From an optimization exercise on the open Yosys and OpenROAD flow, aimed at small area, a short achievable clock period and few clock cycles per item; shortcuts taken in it are not production practice. RTL that was checked went through simulation tests only; none was proved equivalent to the original. No functional check of the RTL was part of runs 1 and 2.

--- design/flow/design.v ---
module stripe_recover (
    input  wire         clk,
    input  wire         rst,
    input  wire         cfg_valid,
    output wire         cfg_ready,
    input  wire [4:0]   cfg_k,
    input  wire [1:0]   cfg_m,
    input  wire [18:0]  cfg_avail,
    input  wire         in_valid,
    output wire         in_ready,
    input  wire [151:0] in_data,
    output wire         out_valid,
    input  wire         out_ready,
    output wire         out_ok,
    output wire [127:0] out_data
);
    function [7:0] gf_mul;
        input [7:0] a;
        input [7:0] b;
        reg   [7:0] x, acc;
        integer     t;
        begin
            x   = a;
            acc = 8'h00;
            for (t = 0; t < 8; t = t + 1) begin
                if (b[t])
                    acc = acc ^ x;
                x = {x[6:0], 1'b0} ^ (x[7] ? 8'h1D : 8'h00);
            end
            gf_mul = acc;
        end
    endfunction
    function [7:0] gf_mulc;
        input [7:0] a;
        input integer e;
        reg   [7:0] x;
        integer     t;
        begin
            x = a;
            for (t = 0; t < e; t = t + 1)
                x = {x[6:0], 1'b0} ^ (x[7] ? 8'h1D : 8'h00);
            gf_mulc = x;
        end
    endfunction
    function [7:0] gf_zech;
        input [3:0] n;
        begin
            case (n)
            4'd0: gf_zech = 8'h00;
            4'd1: gf_zech = 8'h19;
            4'd2: gf_zech = 8'h32;
            4'd3: gf_zech = 8'hDF;
            4'd4: gf_zech = 8'h64;
            4'd5: gf_zech = 8'h8A;
            4'd6: gf_zech = 8'hBF;
            4'd7: gf_zech = 8'h70;
            4'd8: gf_zech = 8'hC8;
            4'd9: gf_zech = 8'h78;
            4'd10: gf_zech = 8'h15;
            4'd11: gf_zech = 8'hF5;
            4'd12: gf_zech = 8'h7F;
            4'd13: gf_zech = 8'h63;
            4'd14: gf_zech = 8'hE0;
            4'd15: gf_zech = 8'h21;
            default: gf_zech = 8'h00;
            endcase
        end
    endfunction
    function [7:0] gf_pw;
        input [4:0] n;
        begin
            case (n)
            5'd0: gf_pw = 8'h01;
            5'd1: gf_pw = 8'h02;
            5'd2: gf_pw = 8'h04;
            5'd3: gf_pw = 8'h08;
            5'd4: gf_pw = 8'h10;
            5'd5: gf_pw = 8'h20;
            5'd6: gf_pw = 8'h40;
            5'd7: gf_pw = 8'h80;
            5'd8: gf_pw = 8'h1D;
            5'd9: gf_pw = 8'h3A;
            5'd10: gf_pw = 8'h74;
            5'd11: gf_pw = 8'hE8;
            5'd12: gf_pw = 8'hCD;
            5'd13: gf_pw = 8'h87;
            5'd14: gf_pw = 8'h13;
            5'd15: gf_pw = 8'h26;
            5'd16: gf_pw = 8'h4C;
            5'd17: gf_pw = 8'h98;
            5'd18: gf_pw = 8'h2D;
            5'd19: gf_pw = 8'h5A;
            5'd20: gf_pw = 8'hB4;
            5'd21: gf_pw = 8'h75;
            5'd22: gf_pw = 8'hEA;
            5'd23: gf_pw = 8'hC9;
            5'd24: gf_pw = 8'h8F;
            5'd25: gf_pw = 8'h03;
            5'd26: gf_pw = 8'h06;
            5'd27: gf_pw = 8'h0C;
            5'd28: gf_pw = 8'h18;
            5'd29: gf_pw = 8'h30;
            5'd30: gf_pw = 8'h60;
            5'd31: gf_pw = 8'hC0;
            default: gf_pw = 8'h00;
            endcase
        end
    endfunction
    function [7:0] gf_p16;
        input [3:0] n;
        begin
            case (n)
            4'd0: gf_p16 = 8'h01;
            4'd1: gf_p16 = 8'h4C;
            4'd2: gf_p16 = 8'h9D;
            4'd3: gf_p16 = 8'h46;
            4'd4: gf_p16 = 8'h5F;
            4'd5: gf_p16 = 8'hFD;
            4'd6: gf_p16 = 8'hD9;
            4'd7: gf_p16 = 8'h81;
            4'd8: gf_p16 = 8'h85;
            4'd9: gf_p16 = 8'hA8;
            4'd10: gf_p16 = 8'hE6;
            4'd11: gf_p16 = 8'hE3;
            4'd12: gf_p16 = 8'h82;
            4'd13: gf_p16 = 8'h51;
            4'd14: gf_p16 = 8'h12;
            4'd15: gf_p16 = 8'h2C;
            default: gf_p16 = 8'h00;
            endcase
        end
    endfunction
    function [3:0] tadd;
        input [3:0] x;
        input [3:0] y;
        begin
            tadd[0] = x[0] | y[0];
            tadd[1] = x[1] | y[1] | (x[0] & y[0]);
            tadd[2] = x[2] | y[2] | (x[1] & y[0]) | (x[0] & y[1]);
            tadd[3] = x[3] | y[3] | (x[2] & y[0]) | (x[1] & y[1]) | (x[0] & y[2]);
        end
    endfunction
    function [7:0] add255;
        input [7:0] x;
        input [7:0] y;
        reg   [7:0] g, p, g1, p1, g2, p2, g3, p3, cin;
        integer     t;
        begin
            g = x & y;
            p = x ^ y;
            for (t = 0; t < 8; t = t + 1) begin
                g1[t] = (t >= 1) ? (g[t]  | (p[t]  & g[t-1]))  : g[t];
                p1[t] = (t >= 1) ? (p[t]  & p[t-1])             : p[t];
            end
            for (t = 0; t < 8; t = t + 1) begin
                g2[t] = (t >= 2) ? (g1[t] | (p1[t] & g1[t-2])) : g1[t];
                p2[t] = (t >= 2) ? (p1[t] & p1[t-2])            : p1[t];
            end
            for (t = 0; t < 8; t = t + 1) begin
                g3[t] = (t >= 4) ? (g2[t] | (p2[t] & g2[t-4])) : g2[t];
                p3[t] = (t >= 4) ? (p2[t] & p2[t-4])            : p2[t];
            end
            cin[0] = g3[7];
            for (t = 1; t < 8; t = t + 1)
                cin[t] = g3[t-1] | (p3[t-1] & g3[7]);
            add255 = p ^ cin;
        end
    endfunction
    function [7:0] add255_3;
        input [7:0] x;
        input [7:0] y;
        input [7:0] z;
        reg   [7:0] sm, cy;
        begin
            sm = x ^ y ^ z;
            cy = (x & y) | (x & z) | (y & z);
            add255_3 = add255(sm, {cy[6:0], cy[7]});
        end
    endfunction
    function [15:0] kmask;
        input [4:0] n;
        begin
            case (n)
            5'd0: kmask = 16'h0000;
            5'd1: kmask = 16'h0001;
            5'd2: kmask = 16'h0003;
            5'd3: kmask = 16'h0007;
            5'd4: kmask = 16'h000F;
            5'd5: kmask = 16'h001F;
            5'd6: kmask = 16'h003F;
            5'd7: kmask = 16'h007F;
            5'd8: kmask = 16'h00FF;
            5'd9: kmask = 16'h01FF;
            5'd10: kmask = 16'h03FF;
            5'd11: kmask = 16'h07FF;
            5'd12: kmask = 16'h0FFF;
            5'd13: kmask = 16'h1FFF;
            5'd14: kmask = 16'h3FFF;
            5'd15: kmask = 16'h7FFF;
            5'd16: kmask = 16'hFFFF;
            5'd17: kmask = 16'hFFFF;
            5'd18: kmask = 16'hFFFF;
            5'd19: kmask = 16'hFFFF;
            5'd20: kmask = 16'hFFFF;
            5'd21: kmask = 16'hFFFF;
            5'd22: kmask = 16'hFFFF;
            5'd23: kmask = 16'hFFFF;
            5'd24: kmask = 16'hFFFF;
            5'd25: kmask = 16'hFFFF;
            5'd26: kmask = 16'hFFFF;
            5'd27: kmask = 16'hFFFF;
            5'd28: kmask = 16'hFFFF;
            5'd29: kmask = 16'hFFFF;
            5'd30: kmask = 16'hFFFF;
            5'd31: kmask = 16'hFFFF;
            default: kmask = 16'hFFFF;
            endcase
        end
    endfunction
    function [7:0] gf_alog;
        input [7:0] n;
        reg   [7:0] x;
        begin
            x = gf_p16(n[7:4]);
            if (n[0]) x = gf_mulc(x, 1);
            if (n[1]) x = gf_mulc(x, 2);
            if (n[2]) x = gf_mulc(x, 4);
            if (n[3]) x = gf_mulc(x, 8);
            gf_alog = x;
        end
    endfunction
    reg [15:0] f_km;
    reg [2:0]  f_rp;
    always @(*) begin
        f_km = kmask(cfg_k);
        f_rp[0] = (cfg_m != 2'd0) && cfg_avail[16];
        f_rp[1] = cfg_m[1] && cfg_avail[17];
        f_rp[2] = (cfg_m == 2'd3) && cfg_avail[18];
    end
    reg [15:0] q_pm;            
    reg [15:0] q_er;            
    reg [2:0]  q_rp;            
    reg  v1, v2;                          
    wire ld2 = !v2 || out_ready;          
    wire ld  = !v1 || ld2;                
    reg  busy;                            
    always @(posedge clk) begin
        if (rst)
            busy <= 1'b0;
        else
            busy <= cfg_valid && ld;
    end
    wire n_v1   = !rst && (ld ? (in_valid && !busy) : v1);
    wire n_v2   = !rst && (ld2 ? v1 : v2);
    wire n_busy = !rst && cfg_valid && ld;
    reg  r_nf, r_nb, r_nfb;
    always @(posedge clk) begin
        r_nf  <= !(n_v1 && n_v2);
        r_nb  <= !n_busy;
        r_nfb <= !(n_v1 && n_v2) && !n_busy;
    end
    assign cfg_ready = r_nf || out_ready;
    assign in_ready  = r_nfb || (out_ready && r_nb);
    always @(posedge clk) begin
        if (cfg_valid && ld) begin
            q_pm <= cfg_avail[15:0] & f_km;
            q_er <= ~cfg_avail[15:0] & f_km;
            q_rp <= f_rp;
        end
    end
    reg [3:0]  g_pre [0:15];    
    reg [3:0]  g_p0, g_p1, g_p2;
    reg [3:0]  g_ne;
    reg [2:0]  g_nr;
    reg        g_fail;
    integer    fc, fl;
    always @(*) begin
        for (fc = 0; fc < 16; fc = fc + 1)
            g_pre[fc] = {3'b000, q_er[fc]};
        for (fl = 1; fl < 16; fl = fl * 2)
            for (fc = 15; fc >= 0; fc = fc - 1)
                if (fc >= fl)
                    g_pre[fc] = tadd(g_pre[fc], g_pre[fc - fl]);
        g_p0 = 4'd0;
        g_p1 = 4'd0;
        g_p2 = 4'd0;
        for (fc = 1; fc < 16; fc = fc + 1) begin
            if (q_er[fc] && !g_pre[fc-1][0])
                g_p0 = g_p0 | fc[3:0];
            if (q_er[fc] && g_pre[fc-1][0] && !g_pre[fc-1][1])
                g_p1 = g_p1 | fc[3:0];
            if (q_er[fc] && g_pre[fc-1][1] && !g_pre[fc-1][2])
                g_p2 = g_p2 | fc[3:0];
        end
        g_ne = g_pre[15];
        g_nr[0] = |q_rp;
        g_nr[1] = (q_rp[0] & q_rp[1]) | (q_rp[0] & q_rp[2]) | (q_rp[1] & q_rp[2]);
        g_nr[2] = &q_rp;
        g_fail = (g_ne[0] & !g_nr[0]) | (g_ne[1] & !g_nr[1]) | (g_ne[2] & !g_nr[2]) | g_ne[3];
    end
    reg [3:0]  q_p0, q_p1, q_p2;
    reg [2:0]  q_ne;
    reg        q_fail;
    always @(posedge clk) begin
        q_p0   <= g_p0;
        q_p1   <= g_p1;
        q_p2   <= g_p2;
        q_ne   <= g_ne[2:0];
        q_fail <= g_fail;
    end
    wire [1:0] r0   = q_rp[0] ? 2'd0 : (q_rp[1] ? 2'd1 : 2'd2);
    wire [1:0] r1   = (q_rp[0] && q_rp[1]) ? 2'd1 : 2'd2;
    wire [1:0] dd   = (q_rp[0] && !q_rp[1]) ? 2'd2 : 2'd1;   
    wire       e1   = g_ne[0] && !g_ne[1];
    wire       e2   = g_ne[1] && !g_ne[2];
    wire       e3   = g_ne[2];
    wire       fail = q_fail;
    wire [4:0] pa = {1'b0, g_p0};
    wire [4:0] pb = {1'b0, g_p1};
    wire [4:0] pc = {1'b0, g_p2};
    wire [3:0] dba = g_p1 - g_p0;
    wire [3:0] dca = g_p2 - g_p0;
    wire [3:0] dcb = g_p2 - g_p1;
    wire [7:0] z_u  = gf_zech(dba);
    wire [7:0] z_ba = (e2 && dd == 2'd2) ? {z_u[6:0], z_u[7]} : z_u;
    wire [7:0] z_ca = e3 ? gf_zech(dca) : 8'h00;
    wire [7:0] z_cb = e3 ? gf_zech(dcb) : 8'h00;
    wire [4:0] sab  = pa + pb;
    wire [1:0] rs0  = e1 ? r0 : (e2 ? r1 : 2'd2);
    wire [4:0] sm0  = (rs0 == 2'd0) ? 5'd0 : ((rs0 == 2'd1) ? pa : {pa[3:0], 1'b0});
    wire [4:0] sm1  = (e2 && r0 == 2'd0) ? ((dd == 2'd1) ? pa : {pa[3:0], 1'b0}) : sab;
    reg  [7:0] a_z0, a_z1, a_z2;
    reg  [4:0] a_sm0, a_sm1;
    always @(posedge clk) begin
        a_z0  <= e1 ? 8'h00 : z_ba;
        a_z1  <= z_ca;
        a_z2  <= z_cb;
        a_sm0 <= sm0;
        a_sm1 <= sm1;
    end
    wire [7:0] lk0  = add255_3({3'd0, a_sm0}, a_z0, a_z1);
    wire [7:0] lk1  = add255_3({3'd0, a_sm1}, a_z0, a_z2);
    wire [4:0] db  = (dd == 2'd2) ? {pb[3:0], 1'b0} : pb;
    wire [4:0] da  = (dd == 2'd2) ? {pa[3:0], 1'b0} : pa;
    wire       on00 = (e1 && r0 == 2'd0) || (e2 && r0 == 2'd0) || e3;
    wire       on10 = (e2 && r0 == 2'd0) || e3;
    wire       on01 = (e1 && r0 == 2'd1) || (e2 && (r0 == 2'd1 || r1 == 2'd1)) || e3;
    wire       on11 = (e2 && (r0 == 2'd1 || r1 == 2'd1)) || e3;
    wire [4:0] x00  = e3 ? (pb + pc) : (e2 ? db : 5'd0);
    wire [4:0] x10  = e3 ? (pa + pc) : da;
    wire [3:0] x01  = (e3 || (e2 && r0 == 2'd1)) ? g_p1 : 4'd0;
    wire [3:0] x11  = (e3 || (e2 && r0 == 2'd1)) ? g_p0 : 4'd0;
    wire [7:0] gcx  = e3 ? gf_pw({1'b0, g_p2}) : 8'h00;
    wire [7:0] b00  = on00 ? gf_pw(x00) : 8'h00;
    wire [7:0] b10  = on10 ? gf_pw(x10) : 8'h00;
    wire [7:0] b01  = on01 ? (gf_pw({1'b0, x01}) ^ gcx) : 8'h00;
    wire [7:0] b11  = on11 ? (gf_pw({1'b0, x11}) ^ gcx) : 8'h00;
    wire       b02  = (e1 && r0 == 2'd2) || (e2 && r1 == 2'd2) || e3;
    wire       b12  = (e2 && r1 == 2'd2) || e3;
    reg [7:0] c_b00, c_b01, c_b10, c_b11, c_k0, c_k1;
    reg       c_b02, c_b12;
    always @(posedge clk) begin
        c_b00 <= b00;
        c_b01 <= b01;
        c_b02 <= b02;
        c_b10 <= b10;
        c_b11 <= b11;
        c_b12 <= b12;
        c_k0  <= gf_alog(~lk0);
        c_k1  <= gf_alog(~lk1);
    end
    reg [127:0] md;             
    reg [7:0]   s0, s1, s2;     
    reg [127:0] f_md;
    reg [7:0]   f_s0, f_s1, f_s2;
    reg [7:0]   tq [0:15];
    reg [7:0]   tz [0:15];
    integer     sc;
    always @(*) begin
        for (sc = 0; sc < 16; sc = sc + 1) begin
            f_md[sc*8 +: 8] = in_data[sc*8 +: 8] & {8{q_pm[sc]}};
            tq[sc] = f_md[sc*8 +: 8];
            tz[sc] = f_md[sc*8 +: 8];
        end
        f_s0 = in_data[128 +: 8];
        for (sc = 0; sc < 16; sc = sc + 1)
            f_s0 = f_s0 ^ f_md[sc*8 +: 8];
        for (sc = 0; sc < 16; sc = sc + 2) begin
            tq[sc] = tq[sc] ^ gf_mulc(tq[sc + 1], 1);
            tz[sc] = tz[sc] ^ gf_mulc(tz[sc + 1], 2);
        end
        for (sc = 0; sc < 16; sc = sc + 4) begin
            tq[sc] = tq[sc] ^ gf_mulc(tq[sc + 2], 2);
            tz[sc] = tz[sc] ^ gf_mulc(tz[sc + 2], 4);
        end
        for (sc = 0; sc < 16; sc = sc + 8) begin
            tq[sc] = tq[sc] ^ gf_mulc(tq[sc + 4], 4);
            tz[sc] = tz[sc] ^ gf_mulc(tz[sc + 4], 8);
        end
        for (sc = 0; sc < 16; sc = sc + 16) begin
            tq[sc] = tq[sc] ^ gf_mulc(tq[sc + 8], 8);
            tz[sc] = tz[sc] ^ gf_mulc(tz[sc + 8], 16);
        end
        f_s1 = in_data[136 +: 8] ^ tq[0];
        f_s2 = in_data[144 +: 8] ^ tz[0];
    end
    always @(posedge clk) begin
        if (rst)
            v1 <= 1'b0;
        else if (ld)
            v1 <= in_valid && !busy;
        if (ld) begin
            md <= f_md;
            s0 <= f_s0;
            s1 <= f_s1;
            s2 <= f_s2;
        end
    end
    wire [7:0] t0 = gf_mul(c_b00, s0) ^ gf_mul(c_b01, s1) ^ (s2 & {8{c_b02}});
    wire [7:0] t1 = gf_mul(c_b10, s0) ^ gf_mul(c_b11, s1) ^ (s2 & {8{c_b12}});
    wire [7:0] x0 = gf_mul(c_k0, t0);
    wire [7:0] x1 = gf_mul(c_k1, t1);
    wire [7:0] x2 = s0 ^ x0 ^ x1;
    reg [127:0] f_out;
    integer     oc;
    always @(*) begin
        for (oc = 0; oc < 16; oc = oc + 1)
            f_out[oc*8 +: 8] = md[oc*8 +: 8] |
                               (x0 & {8{q_ne[0] && q_p0 == oc[3:0]}}) |
                               (x1 & {8{q_ne[1] && q_p1 == oc[3:0]}}) |
                               (x2 & {8{q_ne[2] && q_p2 == oc[3:0]}});
    end
    reg [127:0] r_out;
    reg         r_ok;
    always @(posedge clk) begin
        if (rst)
            v2 <= 1'b0;
        else if (ld2)
            v2 <= v1;
        if (ld2) begin
            r_out <= f_out;
            r_ok  <= !fail;
        end
    end
    assign out_valid = v2;
    assign out_ok    = r_ok;
    assign out_data  = r_out;
endmodule
--- design/flow/flow/run.sh ---
#!/bin/bash
set -euo pipefail
bash standard.sh SETUP_SLACK_MARGIN=8.4 "BUFFER_PORTS_ARGS=-buffer_cell sky130_fd_sc_hd__buf_1" finish > flow_make.log 2>&1
--- design/flow/standard.sh ---
#!/bin/bash
# synth_recipe.tcl (not shown) runs the flow's synth.tcl, then flattens the netlist and writes it again
# the make line also repeats each setting of config.mk as NAME=value (left out here)
make -C /OpenROAD-flow-scripts/flow DESIGN_CONFIG=/design/flow/config.mk WORK_HOME=/design/flow/orfs CLKGATE_MAP_FILE= SYNTH_SCRIPT=/design/flow/synth_recipe.tcl "${@:-finish}"
--- design/flow/config.mk ---
export PLATFORM = sky130hd
export DESIGN_NAME = stripe_recover
export DESIGN_NICKNAME = stripe_recover
export VERILOG_FILES = /design/flow/design.v
export SDC_FILE = /design/flow/constraint.sdc
export NUM_CORES = 4
export LEC_CHECK = 0
export CAP_MARGIN = 20
export CORE_MARGIN = 2
export CORE_UTILIZATION = 40
export SLEW_MARGIN = 20
--- design/flow/constraint.sdc ---
create_clock -name core_clock -period 14.0 [get_ports {clk}]
set_input_delay 2.8000 -clock core_clock [delete_from_list [all_inputs] [get_ports {clk}]]
set_output_delay 2.8000 -clock core_clock [all_outputs]
set_load 0.01 [all_outputs]
==> metrics.md, run 1 <==
| Metric | Value |
|---|---|
| Die X | `315 um` |
| Proportion of netlist area held by the largest area contributor | `0.245` |
| Per-cell routed wire length | `24.1 um` |
| CTS tree | `done` |
| Final worst clock skew | `63.4 ps` |
| Via density per instance | `5.76` |
| Row Count | `between 100 and 150` |
| H-tree depth | `2` |
| Sum of negative setup slack | `0 ps` |
| Core Box Area | `96300 um^2` |
| Average size of a mapped cell | `8.49 um^2` |
| Die Ht | `315 um` |
| Leading cell type in the layout, fill and taps excluded | `xnor2_1` |
| Cell variety after synth | `100` |
| Clock transition at the register clock pins on the worst setup and hold paths after CTS | `70 ps` |
| Post-synth design cell area | `38700 um^2` |
| Met2 Use GR | `0.419` |
| Footprint of the multi-input gates | `26700 um^2` |
| Remaining antenna violation count after routing | `0` |
| Sequential fraction of the synthesis area | `0.300` |
| Detailed-router iteration count before antenna repair | `6` |
| Count of boundary I/O pins | `about 320` |
| Residual overflow from global routing | `0` |
| IO buf count | `314` |
| Critical path capture point | `cfg_ready` |
| Area growth from synthesis to final layout | `16.3%` |
| Vias after detailed routing | `35367` |
| Worst-Margin Slew | `982 ps` |
| Flop-to-flop setup slack | `8340 ps` |
| Placed instance count | `5948` |
| Req. time, crit path | `roughly 11000 ps` |
| Arr. time, crit path | `approximately 3200 ps` |
| Clock Path Buffers | `3` |
| Setup repair after global routing missed its margin | `true` |
| Final min period | `around 6000 ps` |
| Number of synthesized flops with an enable pin | `between 300 and 400` |
| # clock sinks | `422` |
| Maximum achievable frequency | `165 MHz` |
| Relative max-transition margin | `0.345` |
| Top flip-flop cell by instance count after synthesis | `edfxtp_1` |
| DRC errors left | `0` |
| Ratio of cells with drive above 1 in the final layout | `0.111` |
| Final Hold Violating Endpoints | `0` |
| Global-route total usage across every layer | `0.282` |
| Crit path launch | `out_ready` |
| HPWL after DPL | `114 mm` |
| Gate count of the mapped netlist | `between 4000 and 5000` |
| Num CTS Buffers | `47` |
| Part of the cycle the worst path needs | `0.432` |
| Post-synthesis net count | `4838` |
| Non-filler instance count after layout | `6136` |
| Post-Route WL | `148 mm` |
| Reg2Reg Depth | `21` |
| GRT Max-Usage Layer | `met2` |
| Initial antenna violation count | `4` |
| Fill cell total of the finished layout | `9418` |
| Final setup vio count | `0` |
| Highest-count cells in the layout ignoring fill and taps | `782 x xnor2_1, 645 x nand2_1, 316 x nor2_1, 316 x edfxtp_1, 309 x buf_1` |
| YS warnings | `4` |
| Met1 track utilization from global routing | `0.406` |
| Violation count after the first detailed-route iteration | `about 4500` |
| Total number of nets in the final design | `5103` |
| Critical path capture point type | `primary output` |
| Top area cells in the synthesized netlist | `edfxtp_1 25%, xnor2_1 19%, xor2_1 6.7%` |
| Met3 Resource Use GR | `0.0725` |
| Die ar. | `99100 um^2` |
| Worst min-delay path category | `flip-flop to flip-flop` |
| Number of max-cap violations | `0` |
| Class of the most critical setup path | `input port to primary output` |
| Global-route wire length before repair | `211 mm` |
| Peak fanout along the critical path | `3` |
| Area used by sequential logic in the layout | `11600 um^2` |
| Root buffer cell | `clkbuf_16` |
| Status | `timing/DRC/antenna clean` |
| Type of origin of the critical path | `input port` |
| Leading area contributor after synthesis | `edfxtp_1` |
| Final weighted congestion of routability-driven global placement | `1.06` |
| Post-synthesis async set-or-reset flop share | `0` |
| Pin count of the biggest net entering global routing | `between 100 and 150` |
| Hold-critical path depth | `1` |
| Starting density of the core | `0.401` |
| Hold buffer count at cts | `0` |
| Reg2reg start | `a_z1[1]` |
| Vias in the first global route | `32000` |
| Total of flip-flops plus latches after synthesis | `between 400 and 500` |
| Max-slew violation count | `0` |
| Clock insertion delay at the later pin of the skew report | `approximately 650 ps` |
| Destination of the worst register-to-register timing path | `c_k0[4]` |
-- critical path: stages --
cell	delay, ps
buf_8	100
or2_4	220
buf_6	120
-- layout make-up --
| type | instances | area share |
|---|---|---|
| inverter | 190 | 0.0160 |
| clock buffer | 51 | 0.0265 |
| tap | 1276 | 0.0355 |
| sequential | 422 | 0.259 |
| clock inverter | 37 | 0.0123 |
| timing repair buffer | 483 | 0.0569 |
| multi-input combinational | 3676 | 0.594 |
| antenna | 1 | 0.0000556 |
-- timing repair --
| item | CTS | global route |
|---|---|---|
| cloned | 0 | 1 |
| setup endpoints to repair | 111 | 178 |
| gates resized for setup | 94 | 156 |
| buffers inserted | 16 | 82 |
| pin swaps | 14 | 50 |
-- cell families after synthesis --
group / count (synthesis) / share of synthesized area
fa+ha+maj: 114 / 0.0395
xor+xnor: 1153 / 0.271
flops: 422 / 0.300
buf+inv: 458 / 0.0462
compound gates: 965 / 0.164
mux: 79 / 0.0223
simple gates: 1364 / 0.156
-- metal layers --
layer,wire length [um],share of wire
met5,13,0.000088
met4,4420,0.030
met3,16400,0.11
met2,63400,0.43
met1,63500,0.43
-- state kept, by name, indices dropped and copies added, names as in the netlist, 16 cells and up --
register  count
md          128
r_out       128
q_pm         16
q_er         16
-- worst min path at each step --
| stage | startpoint | to |
|---|---|---|
| 2_1_floorplan | q_fail | r_ok |
| 3_3_place_gp | q_fail | r_ok |
| 3_5_place_dp | q_fail | r_ok |
| 4_1_cts | q_fail | r_ok |
| 5_1_grt | q_fail | r_ok |
| 6_report | q_fail | r_ok |
-- synthesized netlist by cell type, types with 10 or more instances --
master and instances:
xnor2_1 830, nand2_1 649, nor2_1 319, edfxtp_1 316, xor2_1 294, a21oi_1 250
clkbuf_1 216, o21ai_0 216, inv_1 186, dfxtp_1 106, ha_1 82, nand3_1 75
nor3_1 63, o22ai_1 62, mux2i_1 57, o221ai_1 57, a211oi_1 52, a221oi_1 50
nor2b_1 49, and2_1 45, o211ai_1 42, buf_2 30, and3_1 26, a31oi_1 24
a22oi_1 23, or2_2 23, or3_1 23, a21o_1 21, xnor3_1 20, nand2b_1 19
fa_1 18, mux2_2 18, buf_1 17, a211o_1 16, o21a_1 15, maj3_1 14
nor3b_1 13, nor4_1 12, a311oi_1 11, nand3b_1 11, o31ai_1 11, nand4_1 10
o22a_1 10
-- metrics by stage --
step / utilization / setup WS, ps / hold slack, ps / area (um^2)
4_1_cts: 0.452 / 7940 / 457 / 43500
2_1_floorplan: - / 8180 / 413 / 38800
3_5_place_dp: 0.427 / 7370 / 443 / 41100
5_1_grt: 0.467 / 7950 / 476 / 45000
3_3_place_gp: 0.427 / 7420 / 433 / 41100
6_report: 0.467 / 7960 / 456 / 45000
==> run 2: changes to the inputs <==
--- a/design/flow/design.v
+++ b/design/flow/design.v
@@ -416,8 +416,8 @@
             s2 <= f_s2;
         end
     end
-    wire [7:0] t0 = gf_mul(c_b00, s0) ^ gf_mul(c_b01, s1) ^ (s2 & {8{c_b02}});
-    wire [7:0] t1 = gf_mul(c_b10, s0) ^ gf_mul(c_b11, s1) ^ (s2 & {8{c_b12}});
+    wire [7:0] t0 = gf_mul(s0, c_b00) ^ gf_mul(s1, c_b01) ^ (s2 & {8{c_b02}});
+    wire [7:0] t1 = gf_mul(s0, c_b10) ^ gf_mul(s1, c_b11) ^ (s2 & {8{c_b12}});
     wire [7:0] x0 = gf_mul(c_k0, t0);
     wire [7:0] x1 = gf_mul(c_k1, t1);
     wire [7:0] x2 = s0 ^ x0 ^ x1;
==> design/flow/flow/run.sh (replaced) <==
#!/bin/bash
set -euo pipefail
bash standard.sh SETUP_SLACK_MARGIN=8.0 "BUFFER_PORTS_ARGS=-buffer_cell sky130_fd_sc_hd__buf_1" finish > flow_make.log 2>&1
--- a/design/flow/config.mk
+++ b/design/flow/config.mk
@@ -8,4 +8,5 @@
 export CAP_MARGIN = 20
 export CORE_MARGIN = 2
 export CORE_UTILIZATION = 40
+export CTS_BUF_LIST = sky130_fd_sc_hd__clkbuf_4
 export SLEW_MARGIN = 20
==> metrics.md, run 2 <==
| Metric | Value |
|---|---|
| Vias after detailed routing | `35583 (+0.61%)` |
| # clock sinks | `422 (unchanged)` |
| Total number of nets in the final design | `5058 (-0.88%)` |
| Final setup vio count | `0 (unchanged)` |
| Leading area contributor after synthesis | `edfxtp_1` |
| Vias in the first global route | `32724 (+2.3%)` |
| Max-slew violation count | `0 (unchanged)` |
| Die ar. | `98700 um^2 (-0.48%)` |
| Num CTS Buffers | `112 (+140%)` |
| Setup repair after global routing missed its margin | `true` |
| Place WS | `7310 ps (-59.9 ps)` |
| Cell variety after synth | `105 (+5.0%)` |
| Gate count of the mapped netlist | `4519 (-0.79%)` |
| Top area cells in the synthesized netlist | `edfxtp_1 25%, xnor2_1 18%, nand2_1 6.8%` |
| Fill cell total of the finished layout | `9519 (+1.1%)` |
| Die X | `314 um (-0.24%)` |
| Die Ht | `314 um (-0.24%)` |
| Average size of a mapped cell | `8.51 um^2 (+0.30%)` |
| Cell with the biggest individual delay on the critical path | `or2_4` |
| Post-synthesis net count | `4802 (-0.74%)` |
| Clock transition at the register clock pins on the worst setup and hold paths after CTS | `70 ps (about the same)` |
| Req. time, crit path | `11200 ps (about the same)` |
| Pin count of the biggest net entering global routing | `81 (-20%)` |
| Peak fanout along the critical path | `3 (unchanged)` |
| Clock Path Buffers | `3 (unchanged)` |
| YS warnings | `4 (unchanged)` |
| Detailed-router iteration count before antenna repair | `6 (unchanged)` |
| Number of synthesized flops with an enable pin | `316 (unchanged)` |
| Post-synthesis async set-or-reset flop share | `0 (unchanged)` |
| Post-Route WL | `149 mm (+1.1%)` |
| Violation count after the first detailed-route iteration | `5071 (+13%)` |
| Via density per instance | `5.80 (+0.64%)` |
| Final worst clock skew | `127 ps (+63.5 ps)` |
| Ratio of cells with drive above 1 in the final layout | `0.0855 (-0.0254)` |
| Final worst setup slack | `7960 ps (+3.29 ps)` |
| Utilization after layout | `0.451 (-0.0165)` |
| Worst-Margin Slew | `1090 ps (+108 ps)` |
| Type of origin of the critical path | `input port` |
| Maximum achievable frequency | `166 MHz (about the same)` |
| Starting density of the core | `0.404 (+0.00277)` |
| Global-route total usage across every layer | `0.290 (+0.00821)` |
| Crit-path cells | `buf_6 > or2_4 > buf_6` |
| Proportion of netlist area held by the largest area contributor | `0.247 (+0.00121)` |
| Footprint of the multi-input gates | `25600 um^2 (-4.2%)` |
| Cell repeated most along the worst path | `buf_6` |
| Clock insertion delay at the later pin of the skew report | `1050 ps (+400 ps)` |
| Remaining antenna violation count after routing | `0 (unchanged)` |
| Final min period | `6040 ps (-3.29 ps)` |
| Initial antenna violation count | `7 (+3)` |
| H-tree depth | `3 (+1)` |
| Part of the cycle the worst path needs | `0.431 (about the same)` |
| Leading cell type in the layout, fill and taps excluded | `xnor2_1` |
| Total of flip-flops plus latches after synthesis | `422 (unchanged)` |
| Sum of negative setup slack | `0 ps (unchanged)` |
| Status | `timing/DRC/antenna clean` |
| Core Box Area | `95200 um^2 (-1.2%)` |
| Critical path capture point type | `primary output` |
| DRC errors left | `0 (unchanged)` |
| Area used by sequential logic in the layout | `11600 um^2 (-0.12%)` |
| Hold buffer count at cts | `0 (unchanged)` |
| Most used standard cells in the synthesized netlist | `779 x xnor2_1, 696 x nand2_1, 358 x a21oi_1, 316 x edfxtp_1, 289 x nor2_1` |
| Root buffer cell | `clkbuf_4` |
| Most numerous cell in the Yosys netlist | `xnor2_1` |
| Non-filler instance count after layout | `6134 (-0.033%)` |
| Per-cell routed wire length | `24.3 um (+1.1%)` |
| Post-synth design cell area | `38500 um^2 (-0.49%)` |
| Residual overflow from global routing | `0 (unchanged)` |
| HPWL after DPL | `116 mm (+2.1%)` |
| Sequential fraction of the synthesis area | `0.302 (+0.00148)` |
| Slowest Stage Delay on Critical Path | `220 ps (about the same)` |
| Row Count | `113 (-0.88%)` |
| Largest registers | `md (128), r_out (128)` |
| Highest-count cells in the layout ignoring fill and taps | `768 x xnor2_1, 693 x nand2_1, 354 x a21oi_1, 316 x edfxtp_1, 312 x buf_1` |
| Arr. time, crit path | `3240 ps (about the same)` |
| IO buf count | `314 (unchanged)` |
| Area growth from synthesis to final layout | `11.5%` |
| Class of the most critical setup path | `input port to primary output` |
| Final Hold Violating Endpoints | `0 (unchanged)` |
| CTS tree | `done` |
| Count of boundary I/O pins | `315 (unchanged)` |
| Worst min-delay path category | `flip-flop to flip-flop` |
| Number of max-cap violations | `0 (unchanged)` |
| Global-route wire length before repair | `215 mm (+2.0%)` |
| Placed instance count | `5895 (-0.89%)` |
| Relative max-transition margin | `0.267 (-0.0776)` |
| Top flip-flop cell by instance count after synthesis | `edfxtp_1` |
| Final weighted congestion of routability-driven global placement | `0.986 (-6.6%)` |
==> run 2: changes by cell type in the layout (fill, tap and decap cells not counted), moves of 27 or more <==
cell / delta
a21oi_1: +112
a221oi_1: -27
buf_4: -73
clkbuf_16: -47
clkbuf_4: +159
nand2_1: +48
nor2_1: -28
o21ai_0: -39
o221ai_1: +51
o22ai_1: -34
==> run 2: through the flow <==
| step | cell area [um^2] | hold WS (ps) |
|---|---|---|
| 3_3_place_gp | 40700 | 425 |
| 5_1_grt | 42900 | 474 |
| 2_1_floorplan | 38500 | 413 |
| 4_1_cts | 42400 | 469 |
| 6_report | 42900 | 466 |
| 3_5_place_dp | 40700 | 448 |
==> run 2: layer usage <==
| layer | track usage | share of wire | routed length, um | vias up |
|---|---|---|---|---|
| li1 | - | - | - | 16265 |
| met1 | 0.426 | 0.43 | 64700 | 17005 |
| met2 | 0.418 | 0.42 | 62800 | 2057 |
| met3 | 0.0785 | 0.12 | 17900 | 244 |
| met4 | 0.0725 | 0.025 | 3730 | 12 |
| met5 | 0 | 0.00076 | 114 | - |
==> run 2: path summary, 6_finish.rpt <==
check	start	to	slack [ps]	depth (start not counted)
worst min register to register	q_fail	r_ok	470	1
worst max register to register	s0[0]	r_out[11]	8210	14
worst max-delay path	out_ready	cfg_ready	7960	3
worst min-delay path	q_fail	r_ok	470	1
==> run 2: cells by family (layout without fill, tap and decap cells) <==
kind of cell             count (synthesis)  after routing  synth area share
AND/OR/NAND/NOR                       1363           1363             0.155
XOR/XNOR                              1093           1093             0.267
AO/OA/AOI/OAI                         1018           1018             0.173
buffers and inverters                  449            793            0.0459
flip-flops                             422            422             0.302
adder cells (fa/ha/maj)                110            110            0.0386
multiplexers                            64             64            0.0183
other                                    0              6                 0
==> run 2: worst max-delay path: cells and delay by family <==
family                 cells  cell delay (ps)
buffers and inverters      2              220
and+or+nand+nor            1              220
==> run 2: timing repair <==
action,4_1_cts,5_1_grt
buffers inserted,7,23
setup endpoints to repair,103,145
pin swaps,4,7
resized for setup,29,57
==> run 2: cell type report <==
class	instances	area share
Sequential cell	422	0.271
Clock inverter	43	0.00671
Antenna cell	6	0.000350
Inverter	190	0.0167
Clock buffer	159	0.0278
Multi-Input combinational cell	3648	0.597
Timing Repair Buffer	401	0.0438
Tap cell	1265	0.0369
==> run 3: changes to the inputs <==
--- a/design/flow/design.v
+++ b/design/flow/design.v
@@ -130,6 +130,46 @@
             endcase
         end
     endfunction
+    function [7:0] gf_ipw;
+        input [4:0] n;
+        begin
+            case (n)
+            5'd0: gf_ipw = 8'h01;
+            5'd1: gf_ipw = 8'h8E;
+            5'd2: gf_ipw = 8'h47;
+            5'd3: gf_ipw = 8'hAD;
+            5'd4: gf_ipw = 8'hD8;
+            5'd5: gf_ipw = 8'h6C;
+            5'd6: gf_ipw = 8'h36;
+            5'd7: gf_ipw = 8'h1B;
+            5'd8: gf_ipw = 8'h83;
+            5'd9: gf_ipw = 8'hCF;
+            5'd10: gf_ipw = 8'hE9;
+            5'd11: gf_ipw = 8'hFA;
+            5'd12: gf_ipw = 8'h7D;
+            5'd13: gf_ipw = 8'hB0;
+            5'd14: gf_ipw = 8'h58;
+            5'd15: gf_ipw = 8'h2C;
+            5'd16: gf_ipw = 8'h16;
+            5'd17: gf_ipw = 8'h0B;
+            5'd18: gf_ipw = 8'h8B;
+            5'd19: gf_ipw = 8'hCB;
+            5'd20: gf_ipw = 8'hEB;
+            5'd21: gf_ipw = 8'hFB;
+            5'd22: gf_ipw = 8'hF3;
+            5'd23: gf_ipw = 8'hF7;
+            5'd24: gf_ipw = 8'hF5;
+            5'd25: gf_ipw = 8'hF4;
+            5'd26: gf_ipw = 8'h7A;
+            5'd27: gf_ipw = 8'h3D;
+            5'd28: gf_ipw = 8'h90;
+            5'd29: gf_ipw = 8'h48;
+            5'd30: gf_ipw = 8'h24;
+            5'd31: gf_ipw = 8'h12;
+            default: gf_ipw = 8'h00;
+            endcase
+        end
+    endfunction
     function [3:0] tadd;
         input [3:0] x;
         input [3:0] y;
@@ -229,30 +269,57 @@
             gf_alog = x;
         end
     endfunction
-    reg [15:0] f_km;
+    reg [15:0] f_km, f_er;
     reg [2:0]  f_rp;
+    reg [3:0]  f_pre [0:15];    
+    reg [3:0]  f_p0, f_p1, f_p2;
+    reg [3:0]  f_ne;
+    reg [2:0]  f_nr;
+    reg        f_fail;
+    integer    fc, fl;
     always @(*) begin
         f_km = kmask(cfg_k);
+        f_er = ~cfg_avail[15:0] & f_km;
         f_rp[0] = (cfg_m != 2'd0) && cfg_avail[16];
         f_rp[1] = cfg_m[1] && cfg_avail[17];
         f_rp[2] = (cfg_m == 2'd3) && cfg_avail[18];
+        for (fc = 0; fc < 16; fc = fc + 1)
+            f_pre[fc] = {3'b000, f_er[fc]};
+        for (fl = 1; fl < 16; fl = fl * 2)
+            for (fc = 15; fc >= 0; fc = fc - 1)
+                if (fc >= fl)
+                    f_pre[fc] = tadd(f_pre[fc], f_pre[fc - fl]);
+        f_p0 = 4'd0;
+        f_p1 = 4'd0;
+        f_p2 = 4'd0;
+        for (fc = 1; fc < 16; fc = fc + 1) begin
+            if (f_er[fc] && !f_pre[fc-1][0])
+                f_p0 = f_p0 | fc[3:0];
+            if (f_er[fc] && f_pre[fc-1][0] && !f_pre[fc-1][1])
+                f_p1 = f_p1 | fc[3:0];
+            if (f_er[fc] && f_pre[fc-1][1] && !f_pre[fc-1][2])
+                f_p2 = f_p2 | fc[3:0];
+        end
+        f_ne = f_pre[15];
+        f_nr[0] = |f_rp;
+        f_nr[1] = (f_rp[0] & f_rp[1]) | (f_rp[0] & f_rp[2]) | (f_rp[1] & f_rp[2]);
+        f_nr[2] = &f_rp;
+        f_fail = (f_ne[0] & !f_nr[0]) | (f_ne[1] & !f_nr[1]) | (f_ne[2] & !f_nr[2]) | f_ne[3];
     end
     reg [15:0] q_pm;            
-    reg [15:0] q_er;            
+    reg [3:0]  q_p0, q_p1, q_p2;    
+    reg [2:0]  q_ne;            
     reg [2:0]  q_rp;            
+    reg        q_fail;
     reg  v1, v2;                          
     wire ld2 = !v2 || out_ready;          
     wire ld  = !v1 || ld2;                
-    reg  busy;                            
-    always @(posedge clk) begin
-        if (rst)
-            busy <= 1'b0;
-        else
-            busy <= cfg_valid && ld;
-    end
-    wire n_v1   = !rst && (ld ? (in_valid && !busy) : v1);
-    wire n_v2   = !rst && (ld2 ? v1 : v2);
-    wire n_busy = !rst && cfg_valid && ld;
+    reg  busy;
+    wire n_busy = !rst && cfg_valid && ld && f_ne[1];
+    always @(posedge clk)
+        busy <= n_busy;
+    wire n_v1 = !rst && (ld ? (in_valid && !busy) : v1);
+    wire n_v2 = !rst && (ld2 ? v1 : v2);
     reg  r_nf, r_nb, r_nfb;
     always @(posedge clk) begin
         r_nf  <= !(n_v1 && n_v2);
@@ -263,64 +330,28 @@
     assign in_ready  = r_nfb || (out_ready && r_nb);
     always @(posedge clk) begin
         if (cfg_valid && ld) begin
-            q_pm <= cfg_avail[15:0] & f_km;
-            q_er <= ~cfg_avail[15:0] & f_km;
-            q_rp <= f_rp;
+            q_pm   <= cfg_avail[15:0] & f_km;
+            q_p0   <= f_p0;
+            q_p1   <= f_p1;
+            q_p2   <= f_p2;
+            q_ne   <= f_ne[2:0];
+            q_rp   <= f_rp;
+            q_fail <= f_fail;
         end
     end
-    reg [3:0]  g_pre [0:15];    
-    reg [3:0]  g_p0, g_p1, g_p2;
-    reg [3:0]  g_ne;
-    reg [2:0]  g_nr;
-    reg        g_fail;
-    integer    fc, fl;
-    always @(*) begin
-        for (fc = 0; fc < 16; fc = fc + 1)
-            g_pre[fc] = {3'b000, q_er[fc]};
-        for (fl = 1; fl < 16; fl = fl * 2)
-            for (fc = 15; fc >= 0; fc = fc - 1)
-                if (fc >= fl)
-                    g_pre[fc] = tadd(g_pre[fc], g_pre[fc - fl]);
-        g_p0 = 4'd0;
-        g_p1 = 4'd0;
-        g_p2 = 4'd0;
-        for (fc = 1; fc < 16; fc = fc + 1) begin
-            if (q_er[fc] && !g_pre[fc-1][0])
-                g_p0 = g_p0 | fc[3:0];
-            if (q_er[fc] && g_pre[fc-1][0] && !g_pre[fc-1][1])
-                g_p1 = g_p1 | fc[3:0];
-            if (q_er[fc] && g_pre[fc-1][1] && !g_pre[fc-1][2])
-                g_p2 = g_p2 | fc[3:0];
-        end
-        g_ne = g_pre[15];
-        g_nr[0] = |q_rp;
-        g_nr[1] = (q_rp[0] & q_rp[1]) | (q_rp[0] & q_rp[2]) | (q_rp[1] & q_rp[2]);
-        g_nr[2] = &q_rp;
-        g_fail = (g_ne[0] & !g_nr[0]) | (g_ne[1] & !g_nr[1]) | (g_ne[2] & !g_nr[2]) | g_ne[3];
-    end
-    reg [3:0]  q_p0, q_p1, q_p2;
-    reg [2:0]  q_ne;
-    reg        q_fail;
-    always @(posedge clk) begin
-        q_p0   <= g_p0;
-        q_p1   <= g_p1;
-        q_p2   <= g_p2;
-        q_ne   <= g_ne[2:0];
-        q_fail <= g_fail;
-    end
     wire [1:0] r0   = q_rp[0] ? 2'd0 : (q_rp[1] ? 2'd1 : 2'd2);
     wire [1:0] r1   = (q_rp[0] && q_rp[1]) ? 2'd1 : 2'd2;
     wire [1:0] dd   = (q_rp[0] && !q_rp[1]) ? 2'd2 : 2'd1;   
-    wire       e1   = g_ne[0] && !g_ne[1];
-    wire       e2   = g_ne[1] && !g_ne[2];
-    wire       e3   = g_ne[2];
+    wire       e1   = q_ne[0] && !q_ne[1];
+    wire       e2   = q_ne[1] && !q_ne[2];
+    wire       e3   = q_ne[2];
     wire       fail = q_fail;
-    wire [4:0] pa = {1'b0, g_p0};
-    wire [4:0] pb = {1'b0, g_p1};
-    wire [4:0] pc = {1'b0, g_p2};
-    wire [3:0] dba = g_p1 - g_p0;
-    wire [3:0] dca = g_p2 - g_p0;
-    wire [3:0] dcb = g_p2 - g_p1;
+    wire [4:0] pa = {1'b0, q_p0};
+    wire [4:0] pb = {1'b0, q_p1};
+    wire [4:0] pc = {1'b0, q_p2};
+    wire [3:0] dba = q_p1 - q_p0;
+    wire [3:0] dca = q_p2 - q_p0;
+    wire [3:0] dcb = q_p2 - q_p1;
     wire [7:0] z_u  = gf_zech(dba);
     wire [7:0] z_ba = (e2 && dd == 2'd2) ? {z_u[6:0], z_u[7]} : z_u;
     wire [7:0] z_ca = e3 ? gf_zech(dca) : 8'h00;
@@ -348,9 +379,9 @@
     wire       on11 = (e2 && (r0 == 2'd1 || r1 == 2'd1)) || e3;
     wire [4:0] x00  = e3 ? (pb + pc) : (e2 ? db : 5'd0);
     wire [4:0] x10  = e3 ? (pa + pc) : da;
-    wire [3:0] x01  = (e3 || (e2 && r0 == 2'd1)) ? g_p1 : 4'd0;
-    wire [3:0] x11  = (e3 || (e2 && r0 == 2'd1)) ? g_p0 : 4'd0;
-    wire [7:0] gcx  = e3 ? gf_pw({1'b0, g_p2}) : 8'h00;
+    wire [3:0] x01  = (e3 || (e2 && r0 == 2'd1)) ? q_p1 : 4'd0;
+    wire [3:0] x11  = (e3 || (e2 && r0 == 2'd1)) ? q_p0 : 4'd0;
+    wire [7:0] gcx  = e3 ? gf_pw({1'b0, q_p2}) : 8'h00;
     wire [7:0] b00  = on00 ? gf_pw(x00) : 8'h00;
     wire [7:0] b10  = on10 ? gf_pw(x10) : 8'h00;
     wire [7:0] b01  = on01 ? (gf_pw({1'b0, x01}) ^ gcx) : 8'h00;
@@ -366,7 +397,7 @@
         c_b10 <= b10;
         c_b11 <= b11;
         c_b12 <= b12;
-        c_k0  <= gf_alog(~lk0);
+        c_k0  <= q_ne[1] ? gf_alog(~lk0) : gf_ipw(sm0);
         c_k1  <= gf_alog(~lk1);
     end
     reg [127:0] md;             
==> design/flow/flow/run.sh (replaced) <==
#!/bin/bash
set -euo pipefail
bash standard.sh SETUP_SLACK_MARGIN=7.85 "BUFFER_PORTS_ARGS=-buffer_cell sky130_fd_sc_hd__buf_1" finish > flow_make.log 2>&1
==> metrics.md, run 3 <==
| Metric | Value |
|---|---|
| Status | `timing/DRC/antenna clean` |
| Detailed-router iteration count before antenna repair | `6 (unchanged)` |
| Top area cells in the synthesized netlist | `edfxtp_1 25%, xnor2_1 18%, nand2_1 6.5%` |
| Via density per instance | `5.85 (+0.84%)` |
| IO buf count | `314 (unchanged)` |
| Proportion of netlist area held by the largest area contributor | `0.248 (+0.00124)` |
| Critical path capture point type | `primary output` |
| Num CTS Buffers | `108 (-3.6%)` |
| Critical path capture point | `cfg_ready` |
| Root buffer cell | `clkbuf_4` |
| Area growth from synthesis to final layout | `11.0%` |
| Gate count of the mapped netlist | `4417 (-2.3%)` |
| Global-route total usage across every layer | `0.298 (+0.00718)` |
| Most numerous cell in the Yosys netlist | `xnor2_1` |
| Die X | `313 um (-0.40%)` |
| Clock insertion delay at the later pin of the skew report | `950 ps (-100 ps)` |
| Arr. time, crit path | `3270 ps (+30 ps)` |
| # clock sinks | `405 (-4.0%)` |
| Final worst clock skew | `84.3 ps (-42.6 ps)` |
| Hold-critical path depth | `1 (unchanged)` |
| Residual overflow from global routing | `0 (unchanged)` |
| Crit path launch | `out_ready` |
| Final weighted congestion of routability-driven global placement | `1.01 (+2.3%)` |
| Total number of nets in the final design | `4971 (-1.7%)` |
| Flop-to-flop setup slack | `8030 ps (-180 ps)` |
| Sequential fraction of the synthesis area | `0.295 (-0.00671)` |
| Peak fanout along the critical path | `3 (unchanged)` |
| Relative max-transition margin | `0.220 (-0.0465)` |
| Clock transition at the register clock pins on the worst setup and hold paths after CTS | `60 ps (about the same)` |
| Vias in the first global route | `32697 (-0.083%)` |
| Sum of negative setup slack | `0 ps (unchanged)` |
| Die ar. | `97900 um^2 (-0.80%)` |
| Pin count of the biggest net entering global routing | `86 (+6.2%)` |
| Final hold slack | `509 ps (+42.4 ps)` |
| Global-route wire length before repair | `219 mm (+1.8%)` |
| Cell variety after synth | `105 (unchanged)` |
| Die Ht | `313 um (-0.40%)` |
| Final Hold Violating Endpoints | `0 (unchanged)` |
| Part of the cycle the worst path needs | `0.433 (+0.00204)` |
| Maximum achievable frequency | `165 MHz (-0.47%)` |
| Reg2reg start | `a_z0[4]` |
| Average size of a mapped cell | `8.64 um^2 (+1.5%)` |
| Fill cell total of the finished layout | `9399 (-1.3%)` |
| Post-DP Area | `40400 um^2 (-0.57%)` |
| Largest registers | `md (128), r_out (128), q_pm (16)` |
| Cell area after layout | `42400 um^2 (-1.2%)` |
| Starting density of the core | `0.403 (-0.00149)` |
| Most used standard cells in the synthesized netlist | `768 x xnor2_1, 665 x nand2_1, 315 x edfxtp_1, 281 x nor2_1, 278 x a21oi_1` |
| Remaining antenna violation count after routing | `0 (unchanged)` |
| Post-synthesis async set-or-reset flop share | `0 (unchanged)` |
| Initial antenna violation count | `8 (+1)` |
| Final worst setup slack | `7930 ps (-28.5 ps)` |
| Total of flip-flops plus latches after synthesis | `405 (-4.0%)` |
| Leading cell type in the layout, fill and taps excluded | `xnor2_1` |
| Violation count after the first detailed-route iteration | `4664 (-8.0%)` |
| Worst-Margin Slew | `1160 ps (+70.6 ps)` |
| Non-filler instance count after layout | `6035 (-1.6%)` |
| Hold buffer count at cts | `0 (unchanged)` |
| Final min period | `6070 ps (+28.5 ps)` |
| Number of synthesized flops with an enable pin | `315 (-0.32%)` |
| Place WS | `6590 ps (-717 ps)` |
| Count of boundary I/O pins | `315 (unchanged)` |
| Post-synth design cell area | `38200 um^2 (-0.81%)` |
| Req. time, crit path | `11200 ps (about the same)` |
| Destination of the worst register-to-register timing path | `c_k0[3]` |
| Vias after detailed routing | `35302 (-0.79%)` |
| Type of origin of the critical path | `input port` |
| Worst min-delay path category | `flip-flop to flip-flop` |
| Max-slew violation count | `0 (unchanged)` |
| Post-Route WL | `151 mm (+1.2%)` |
| Class of the most critical setup path | `input port to primary output` |
| Clock Path Buffers | `3 (unchanged)` |
| DRC errors left | `0 (unchanged)` |
| Ratio of cells with drive above 1 in the final layout | `0.0846 (-0.000969)` |
| Final setup vio count | `0 (unchanged)` |
| Reg2Reg Depth | `22 (+8)` |
| Per-cell routed wire length | `25.0 um (+2.9%)` |
| Setup repair after global routing missed its margin | `true` |
| Core Box Area | `94700 um^2 (-0.45%)` |
| HPWL after DPL | `118 mm (+1.4%)` |
| Highest-count cells in the layout ignoring fill and taps | `753 x xnor2_1, 663 x nand2_1, 315 x edfxtp_1, 312 x buf_1, 280 x nor2_1` |
| Post-synthesis net count | `4709 (-1.9%)` |
| Placed instance count | `5817 (-1.3%)` |
| YS warnings | `4 (unchanged)` |
| Top flip-flop cell by instance count after synthesis | `edfxtp_1` |
| H-tree depth | `3 (unchanged)` |
| Leading area contributor after synthesis | `edfxtp_1` |
| Row Count | `113 (unchanged)` |
| CTS tree | `done` |
| Number of max-cap violations | `0 (unchanged)` |
-- run 3: cell types whose count changed after synthesis, moves of 23 or more --
cell and delta:
a21oi_1 -80, o221ai_1 -26, o21ai_0 +23, nand2_1 -31, clkbuf_1 -26, a221oi_1 +36
-- run 3: worst max-delay path, stage by stage --
cell	delay [ps]
clkbuf_2	100
or2_4	250
buf_6	120
-- run 3: final cells by class --
class / instances / area, um^2 / area share
sequential: 405 / 11300 / 0.266
inverter: 201 / 761 / 0.0180
tap: 1265 / 1580 / 0.0374
clock buffer: 154 / 1160 / 0.0273
timing repair buffer: 397 / 1860 / 0.0438
clock inverter: 42 / 239 / 0.00564
multi-input combinational: 3566 / 25500 / 0.602
antenna: 5 / 12.5 / 0.000295
-- run 3: logic make-up (layout without fill, tap and decap cells) --
kind of cell,after synthesis,after routing,share of synthesized area
xor gates and xnor gates,1065,1065,0.265
adders and majority gates,111,111,0.0398
buffers and inverters,446,794,0.0479
and+or+nand+nor,1307,1307,0.149
DFF,405,405,0.295
other,0,5,0
AOI/OAI and AO/OA,1008,1008,0.179
muxes,75,75,0.0243
-- run 3: timing repair --
action	in CTS	in global routing
setup endpoints to repair	111	89
setup buffers	2	14
pin swaps	2	5
gates resized for setup	27	35
-- run 3: worst min path at each step --
| stage | slack [ps] | startpoint | to |
|---|---|---|---|
| global route | 540 | q_fail | r_ok |
| detailed placement | 500 | q_fail | r_ok |
| CTS | 510 | q_fail | r_ok |
| finish | 510 | q_fail | r_ok |
| floorplan | 490 | q_fail | r_ok |
| global placement | 500 | q_fail | r_ok |
-- run 3: metrics by stage --
step / utilization
2_1_floorplan: -
3_3_place_gp: 0.427
3_5_place_dp: 0.427
4_1_cts: 0.443
5_1_grt: 0.447
6_report: 0.447
-- run 3: metal layers --
layer / global-route usage / share of wire
met1: 0.421 / 0.42
met2: 0.456 / 0.44
met3: 0.0585 / 0.10
met4: 0.0960 / 0.035
met5: 0 / 0.00017
Testbench counts of run 3, summed over its fixed seeds: cycles 6,399, items 6,144.
==> run 4: changes to the inputs <==
==> design/flow/flow/run.sh (replaced) <==
#!/bin/bash
set -euo pipefail
bash standard.sh SETUP_SLACK_MARGIN=8.0 "BUFFER_PORTS_ARGS=-buffer_cell sky130_fd_sc_hd__buf_1" finish > flow_make.log 2>&1
--- a/design/flow/config.mk
+++ b/design/flow/config.mk
@@ -9,4 +9,5 @@
 export CORE_MARGIN = 2
 export CORE_UTILIZATION = 40
 export CTS_BUF_LIST = sky130_fd_sc_hd__clkbuf_4
+export GPL_TIMING_DRIVEN = 0
 export SLEW_MARGIN = 20
==> metrics.md, run 4 <==
| Metric | Value |
|---|---|
| Global-route total usage across every layer | `0.302 (+0.00419)` |
| Most numerous cell in the Yosys netlist | `xnor2_1` |
| Starting density of the core | `0.403 (unchanged)` |
| Number of synthesized flops with an enable pin | `315 (unchanged)` |
| Die ar. | `97900 um^2 (unchanged)` |
| Top flip-flop cell by instance count after synthesis | `edfxtp_1` |
| Sequential fraction of the synthesis area | `0.295 (unchanged)` |
| Min-Delay Endpoint | `r_ok` |
| # clock sinks | `405 (unchanged)` |
| Detailed-router iteration count before antenna repair | `6 (unchanged)` |
| Cell area after layout | `43600 um^2 (+3.0%)` |
| Post-synthesis async set-or-reset flop share | `0 (unchanged)` |
| Sum of negative setup slack | `0 ps (unchanged)` |
| Post-Route WL | `154 mm (+1.9%)` |
| Violation count after the first detailed-route iteration | `4809 (+3.1%)` |
| Final worst setup slack | `7910 ps (-23.5 ps)` |
| Final setup vio count | `0 (unchanged)` |
| Buffers plus inverters on the worst setup path | `3 (+1)` |
| Initial antenna violation count | `9 (+1)` |
| Die Ht | `313 um (unchanged)` |
| Final min period | `6090 ps (+23.5 ps)` |
| Cell with the biggest individual delay on the critical path | `fa_1` |
| Worst-Margin Slew | `1190 ps (+34.5 ps)` |
| Clock insertion delay at the later pin of the skew report | `980 ps (+30 ps)` |
| Leading cell type in the layout, fill and taps excluded | `xnor2_1` |
| Proportion of netlist area held by the largest area contributor | `0.248 (unchanged)` |
| Peak fanout along the critical path | `7 (+4)` |
| Highest-count cells in the layout ignoring fill and taps | `740 x xnor2_1, 660 x nand2_1, 321 x buf_1, 315 x edfxtp_1, 278 x nor2_1` |
| Remaining antenna violation count after routing | `0 (unchanged)` |
| Crit-path cells | `fa_1 > ha_4 > buf_8 > nand4_1 > o32ai_4 > a211o_1 > and3_4 > buf_8 > inv_8 > ha_4 > nor2b_4 > nand2_2 > o221ai_2 > or2_4 > o21ai_4 > a221oi_4 > a2111o_1 > a21o_1 > a31oi_1 > xnor2_2 > xor2_1 > xnor3_1 > or3_1 > a31o_1` |
| Part of the cycle the worst path needs | `0.435 (+0.00168)` |
| Post-synthesis net count | `4709 (unchanged)` |
| Flop-to-flop setup slack | `7910 ps (-120 ps)` |
| Num CTS Buffers | `110 (+1.9%)` |
| IO buf count | `313 (-0.32%)` |
| Hold buffer count at cts | `0 (unchanged)` |
| HPWL after DPL | `122 mm (+3.5%)` |
| Row Count | `113 (unchanged)` |
| Via density per instance | `5.82 (-0.48%)` |
| Arr. time, crit path | `6920 ps (+3650 ps)` |
| Pin count of the biggest net entering global routing | `110 (+28%)` |
| Leading area contributor after synthesis | `edfxtp_1` |
| Per-cell routed wire length | `24.7 um (-1.5%)` |
| Root buffer cell | `clkbuf_4` |
| H-tree depth | `3 (unchanged)` |
| Residual overflow from global routing | `0 (unchanged)` |
| Vias in the first global route | `33543 (+2.6%)` |
| Gate count of the mapped netlist | `4417 (unchanged)` |
| Top delay family on crit path | `compound AO/OA/AOI/OAI gates` |
| CTS tree | `done` |
| Average size of a mapped cell | `8.64 um^2 (unchanged)` |
| Die X | `313 um (unchanged)` |
| Slowest Stage Delay on Critical Path | `520 ps (+270 ps)` |
| Cell variety after synth | `105 (unchanged)` |
| Core Box Area | `94700 um^2 (unchanged)` |
| Status | `timing/DRC/antenna clean` |
| Area growth from synthesis to final layout | `14.4%` |
| Ratio of cells with drive above 1 in the final layout | `0.0988 (+0.0142)` |
| Type of origin of the critical path | `flip-flop` |
| Maximum achievable frequency | `164 MHz (-0.39%)` |
| Number of max-cap violations | `0 (unchanged)` |
| Post-synth design cell area | `38200 um^2 (unchanged)` |
| Worst min-delay path category | `flip-flop to flip-flop` |
| Total of flip-flops plus latches after synthesis | `405 (unchanged)` |
| Max-slew violation count | `0 (unchanged)` |
| Largest registers | `md (128), r_out (128), q_pm (16)` |
| Setup repair after global routing missed its margin | `true` |
| Req. time, crit path | `14820 ps (+3620 ps)` |
| Relative max-transition margin | `0.197 (-0.0232)` |
| Reg2reg start | `a_z0[4]` |
| Total number of nets in the final design | `5175 (+4.1%)` |
| Hold-critical path depth | `1 (unchanged)` |
| Final weighted congestion of routability-driven global placement | `1.03 (+2.4%)` |
| Place WS | `6970 ps (+375 ps)` |
| Worst hold path startpoint | `q_fail` |
| Reg2Reg Depth | `24 (+9.1%)` |
| Clock Path Buffers | `3 (unchanged)` |
| DRC errors left | `0 (unchanged)` |
| YS warnings | `4 (unchanged)` |
| Clock transition at the register clock pins on the worst setup and hold paths after CTS | `70 ps (about the same)` |
| Count of boundary I/O pins | `315 (unchanged)` |
| Final worst clock skew | `88.3 ps (+3.92 ps)` |
| Post-DP Area | `41100 um^2 (+1.5%)` |
| Destination of the worst register-to-register timing path | `c_k0[3]` |
| Top area cells in the synthesized netlist | `edfxtp_1 25%, xnor2_1 18%, nand2_1 6.5%` |
| Vias after detailed routing | `36348 (+3.0%)` |
| Class of the most critical setup path | `flip-flop to flip-flop` |
| Most used standard cells in the synthesized netlist | `768 x xnor2_1, 665 x nand2_1, 315 x edfxtp_1, 281 x nor2_1, 278 x a21oi_1` |
| Global-route wire length before repair | `221 mm (+1.0%)` |
| Critical path capture point type | `flip-flop` |
| Final Hold Violating Endpoints | `0 (unchanged)` |
run 4: cell count changes in the layout (fill, tap and decap cells not counted), sizes merged:
cell / delta
bufinv: +3
clkinv: +6
clkinvlp: -2
clkbuf: +160
diode: +4
buf: +38
run 4: worst max path at each step:
stage	slack [ps]	depth (start not counted)	end	start
finish	7910	24	c_k0[3]	a_z0[4]
floorplan	8080	23	c_k0[3]	a_z0[4]
detailed placement	6970	16	q_p2[2]	cfg_k[2]
global placement	6630	3	r_out[14]	out_ready
CTS	7880	24	c_k0[3]	a_z0[4]
global route	7720	25	c_k0[3]	a_z0[4]
run 4: what timing repair did:
| action | CTS | global route |
|---|---|---|
| endpoints found under the setup margin | 72 | 122 |
| resized for setup | 52 | 107 |
| buffers inserted | 11 | 26 |
| pin swaps | 15 | 29 |
run 4: per-stage QoR:
step | instances | hold slack (ps) | util
2_1_floorplan | 4417 | 487 | -
3_3_place_gp | 5995 | 496 | 0.432
3_5_place_dp | 5999 | 498 | 0.433
4_1_cts | 6209 | 513 | 0.453
5_1_grt | 6241 | 529 | 0.460
6_report | 6244 | 520 | 0.461
run 4: cells by family after synthesis:
group                      Yosys count  synth area share
muxes                               75            0.0243
adders and majority gates          111            0.0398
and+or+nand+nor                   1307             0.149
xor gates and xnor gates          1065             0.265
buffers and inverters              446            0.0479
AOI/OAI and AO/OA                 1008             0.179
DFF                                405             0.295
run 4: area by class of cell:
cell class / instances / area (um^2)
flip-flops and latches: 405 / 11300
clock buffers: 150 / 1130
well taps: 1265 / 1580
plain buffers: 245 / 1110
fillers: 9501 / 51100
inverters: 201 / 772
diodes: 9 / 22.5
multi-input cells: 3566 / 25900
clock inverters: 49 / 327
repair buffers: 354 / 1550
run 4: per-layer routing:
layer | wire length [um] | GRT usage | vias up
li1 | - | - | 16446
met1 | 63800 | 0.414 | 17391
met2 | 66500 | 0.453 | 2090
met3 | 16700 | 0.0754 | 417
met4 | 6910 | 0.122 | 4
met5 | 26 | 0 | -

## port drivers added, routing unchanged
Ports are ideal in the flow. The routed layouts listed here were re-timed in OpenROAD. Step 1: set_driving_cell puts a clkbuf_16 on clk and a buf_2 on each other input, an assumption about the parent block. Step 2 also shifts input and output timing later by t, the mid clock arrival at the registers, as if the neighbouring blocks saw the same clock. Slacks: ideal ports / drivers / drivers and shift; pairs: ideal ports / drivers.
| run | t (ns) | setup WS [ns] | worst setup path at the end | slew at the worst register clock pin (ns) | worst slew at a driven data input, ns |
|---|---|---|---|---|---|
| run 1 | 0.692 | 7.957 / 7.912 / 7.799 | input to register | 0.07 / 0.07 | 0.09 |
| run 2 | 1.058 | 7.960 / 7.922 / 7.191 | input to register | 0.08 / 0.08 | 0.13 |
| run 3 | 0.984 | 7.931 / 7.910 / 7.149 | input to register | 0.09 / 0.09 | 0.11 |
| run 4 | 1.007 | 7.908 / 7.908 / 7.244 | input to register | 0.08 / 0.08 | 0.13 |
After both steps setup and hold are still met in every run listed. For run 3, which loses most, drivers alone change the setup slack by -0.021 ns; drivers and shift together by -0.782 ns.
